This is an optimization exercise on Yosys and OpenROAD, whose aim is small area, a short achievable clock period and few clock cycles per item, not a production implementation. Only simulation tests tie the RTL to the original design; equivalence was not proved.

==> flow/design.v (excerpt) <==
module aes_enc_core (
    input  wire         clk,
    input  wire         rst,         
    input  wire         key_load,    
    input  wire [1:0]   key_len,     
    input  wire [255:0] key,         
    input  wire         in_valid,
    output reg          in_ready,
    input  wire [127:0] in_data,
    output reg          out_valid,
    output wire [127:0] out_data
);
    reg         l128, l192, l256;    
    reg  [3:0]  nr;                  
    reg  [2:0]  kp;                  
    reg         krdy;                
    reg         v1, w1, vm1, wm1, v2, w2, vm2, wm2;
    reg  [3:0]  r1, rm1, r2, rm2;
    reg  [1:0]  gn;                  
    reg         gopen;               
    wire        lastm2 = (rm2 == nr);
    wire        cont2  = vm2 && !lastm2;             
    wire        accept = in_valid && in_ready;
    reg  [255:0] ks;
    reg  [127:0] h0, h1, rko;
    reg  [31:0]  ksi;                
    reg          ksi_rot;            
    reg  [47:0]  km;                 
    wire [31:0] S7 = ks[31:0];
    wire [31:0] H00 = h0[127:96], H01 = h0[95:64], H02 = h0[63:32], H03 = h0[31:0];
    wire [31:0] H10 = h1[127:96], H11 = h1[95:64], H12 = h1[63:32], H13 = h1[31:0];
    wire [31:0] kin = ksi_rot ? {ksi[23:0], ksi[31:24]} : ksi;
    wire [47:0] km_d;
    wire [31:0] kb;                  
    genvar g;
    generate
        for (g = 0; g < 4; g = g + 1) begin : g_ksb
  ...
Size in the first run: roughly 10,000 cells after synthesis, roughly 1,600 flip-flops, about 520 I/O pins, about 94,000 µm² of cells after synthesis.
==> flow/config.mk <==
export PLATFORM = sky130hd
export DESIGN_NAME = aes_enc_core
export DESIGN_NICKNAME = aes_enc_core
export VERILOG_FILES = /design/flow/design.v
export SDC_FILE = /design/flow/constraint.sdc
export NUM_CORES = 8
export LEC_CHECK = 0
export CAP_MARGIN = 20
export CORE_MARGIN = 2
export CORE_UTILIZATION = 58
export CTS_CLUSTER_DIAMETER = 100
export CTS_CLUSTER_SIZE = 20
export SLEW_MARGIN = 20
==> flow/constraint.sdc <==
create_clock -name core_clock -period 10.0 [get_ports {clk}]
set_input_delay 2.0000 -clock core_clock [delete_from_list [all_inputs] [get_ports {clk}]]
set_output_delay 2.0000 -clock core_clock [all_outputs]
set_load 0.01 [all_outputs]
standard.sh (not shown) runs the stock make flow with config.mk's settings and CLKGATE_MAP_FILE= SYNTH_SCRIPT=/design/flow/synth_recipe.tcl, a recipe that flattens the netlist after the stock synthesis.
==> flow/flow/run.sh <==
#!/bin/bash
# Own layout flow: the standard flow (standard.sh, with its synthesis
# script and steps) with these settings changed:
#  - synthesis maps the logic with the ABC script in flow/abc.script (an
#    area-oriented mapping) instead of ORFS's speed script;
#  - the make variables listed in flow/make_vars.txt (one VAR=value per
#    line) are added to both make runs: among them SETUP_SLACK_MARGIN, so
#    that the timing repair steps aim for extra setup slack and the layout is
#    sized for a short period, although the clock stays at the design's.
# Each tool's output goes to a log file of its own in this folder.
set -uo pipefail
W=$PWD
SD=$W/scripts_own
rm -rf "$SD"; mkdir -p "$SD"
for f in "$FLOW_HOME"/scripts/*; do ln -s "$f" "$SD/"; done
rm -f "$SD/abc_area.script"; cp "$W/flow/abc.script" "$SD/abc_area.script"
VARS=()
if [[ -f "$W/flow/make_vars.txt" ]]; then
  while IFS= read -r line; do
    [[ -z "$line" || "$line" == \#* ]] && continue
    VARS+=("$line")
  done < "$W/flow/make_vars.txt"
fi
bash standard.sh SCRIPTS_DIR="$SD" ABC_AREA=1 "${VARS[@]}" synth > "$W/synth.log" 2>&1 || { tail -30 "$W/synth.log"; exit 1; }
bash standard.sh "${VARS[@]}" finish > "$W/layout.log" 2>&1 || { tail -30 "$W/layout.log"; exit 1; }
==> flow/flow/abc.script <==
&get -n
&st
&dch
&nf -a -R 1000
&put
==> flow/flow/make_vars.txt <==
SETUP_SLACK_MARGIN=6.8
BUFFER_PORTS_ARGS=-buffer_cell sky130_fd_sc_hd__buf_2
The starting point completed without violations.
Testbench counts at the start, summed over its fixed seeds: cycles 12,694, items 1,687.
==> next run, changes <==
==> flow/run.sh (new file) <==
#!/bin/bash
# synth_recipe.tcl (not shown) runs the flow's synth.tcl, then flattens the netlist and writes it again
# the make line also repeats each setting of config.mk as NAME=value (left out here)
make -C /OpenROAD-flow-scripts/flow DESIGN_CONFIG=/design/flow/config.mk WORK_HOME=/design/flow/orfs CLKGATE_MAP_FILE= SYNTH_SCRIPT=/design/flow/synth_recipe.tcl finish
Settings changed: CORE_UTILIZATION 58 to 40, CTS_CLUSTER_DIAMETER 100 to unset, CTS_CLUSTER_SIZE 20 to unset.
removed: flow/flow/run.sh
removed: flow/flow/abc.script
removed: flow/flow/make_vars.txt
removed: flow/standard.sh
What happened: Hold slack is better by 0.0042 ns. Count of clock-buffer cells in the layout rose by 89. Die area rose by well over a third. Design area rose by a few percent. Maximum frequency fell by a quarter to a third. Area after synthesis rose by roughly a tenth.
==> next run, changes <==
==> flow/flow/run.sh (new file) <==
#!/bin/bash
# Own layout flow: the standard flow (standard.sh, with its synthesis
# script and steps) with these settings changed:
#  - synthesis maps the logic with the ABC script in flow/abc.script (an
#    area-oriented mapping) instead of ORFS's speed script;
#  - the make variables listed in flow/make_vars.txt (one VAR=value per
#    line) are added to both make runs: among them SETUP_SLACK_MARGIN, so
#    that the timing repair steps aim for extra setup slack and the layout is
#    sized for a short period, although the clock stays at the design's.
# Each tool's output goes to a log file of its own in this folder.
set -uo pipefail
W=$PWD
SD=$W/scripts_own
rm -rf "$SD"; mkdir -p "$SD"
for f in "$FLOW_HOME"/scripts/*; do ln -s "$f" "$SD/"; done
rm -f "$SD/abc_area.script"; cp "$W/flow/abc.script" "$SD/abc_area.script"
VARS=()
if [[ -f "$W/flow/make_vars.txt" ]]; then
  while IFS= read -r line; do
    [[ -z "$line" || "$line" == \#* ]] && continue
    VARS+=("$line")
  done < "$W/flow/make_vars.txt"
fi
bash standard.sh SCRIPTS_DIR="$SD" ABC_AREA=1 "${VARS[@]}" synth > "$W/synth.log" 2>&1 || { tail -30 "$W/synth.log"; exit 1; }
bash standard.sh "${VARS[@]}" finish > "$W/layout.log" 2>&1 || { tail -30 "$W/layout.log"; exit 1; }
==> flow/flow/abc.script (new file) <==
&get -n
&st
&dch
&nf -a -R 1000
&put
==> flow/flow/make_vars.txt (new file) <==
SETUP_SLACK_MARGIN=6.8
BUFFER_PORTS_ARGS=-buffer_cell sky130_fd_sc_hd__buf_2
==> flow/standard.sh (new file) <==
#!/bin/bash
# synth_recipe.tcl (not shown) runs the flow's synth.tcl, then flattens the netlist and writes it again
# the make line also repeats each setting of config.mk as NAME=value (left out here)
make -C /OpenROAD-flow-scripts/flow DESIGN_CONFIG=/design/flow/config.mk WORK_HOME=/design/flow/orfs CLKGATE_MAP_FILE= SYNTH_SCRIPT=/design/flow/synth_recipe.tcl "${@:-finish}"
Settings changed: CORE_UTILIZATION 40 to 50, CTS_CLUSTER_DIAMETER set to 100, CTS_CLUSTER_SIZE set to 20.
removed: flow/run.sh
- The changed run completed without violations
- synthesized cell count fell by roughly a tenth
- global-route usage rose by 6.5 points
- clock-buffer cell count fell by 92
- hold slack improved by 0.0034 ns
- cell area fell by a few percent
- wire length fell by about a fifth
==> next run, changes <==
==> flow/flow/make_vars.txt (replaced) <==
SETUP_SLACK_MARGIN=6.5
BUFFER_PORTS_ARGS=-buffer_cell sky130_fd_sc_hd__buf_2
Settings changed: CTS_CLUSTER_DIAMETER 100 to unset, CTS_CLUSTER_SIZE 20 to unset.
- global-route usage drops by 0.40 points
- fmax drops by 9.7%

separate check: timing with driven ports:
In the flow no input, the clock included, has a driving cell. The finished layouts below were timed again as built, in two steps.
Step 1, drivers: a clkbuf_16 drives clk and a buf_2 each remaining input, both assumed.
Step 2, shift: input delay + t, output delay - t, t = (earliest + latest rising clock arrival at the registers) / 2. This alone moves slack from input paths to output paths.
Slacks: ideal ports / drivers / drivers and shift; pairs: ideal ports / drivers.
run | shift t [ns] | setup slack, ns | hold slack, ns | slew at the worst register clock pin (ns) | worst slew at a driven data input, ns
the first run | 0.854 | 6.607 / 6.607 / 5.991 | 0.371 / 0.371 / 0.371 | 0.10 / 0.10 | 0.17
the second run | 0.986 | 5.346 / 5.346 / 4.822 | 0.375 / 0.375 / 0.375 | 0.07 / 0.07 | 0.14
the third run | 0.866 | 6.688 / 6.595 / 5.957 | 0.378 / 0.378 / 0.378 | 0.11 / 0.11 | 0.09
the fourth run | 0.939 | 6.333 / 6.333 / 5.650 | 0.373 / 0.373 / 0.373 | 0.07 / 0.07 | 0.08
After both steps setup and hold are still met in every run listed. The setup slack of the third run, which loses most, moves by -0.093 ns with the drivers and by -0.731 ns with both steps.
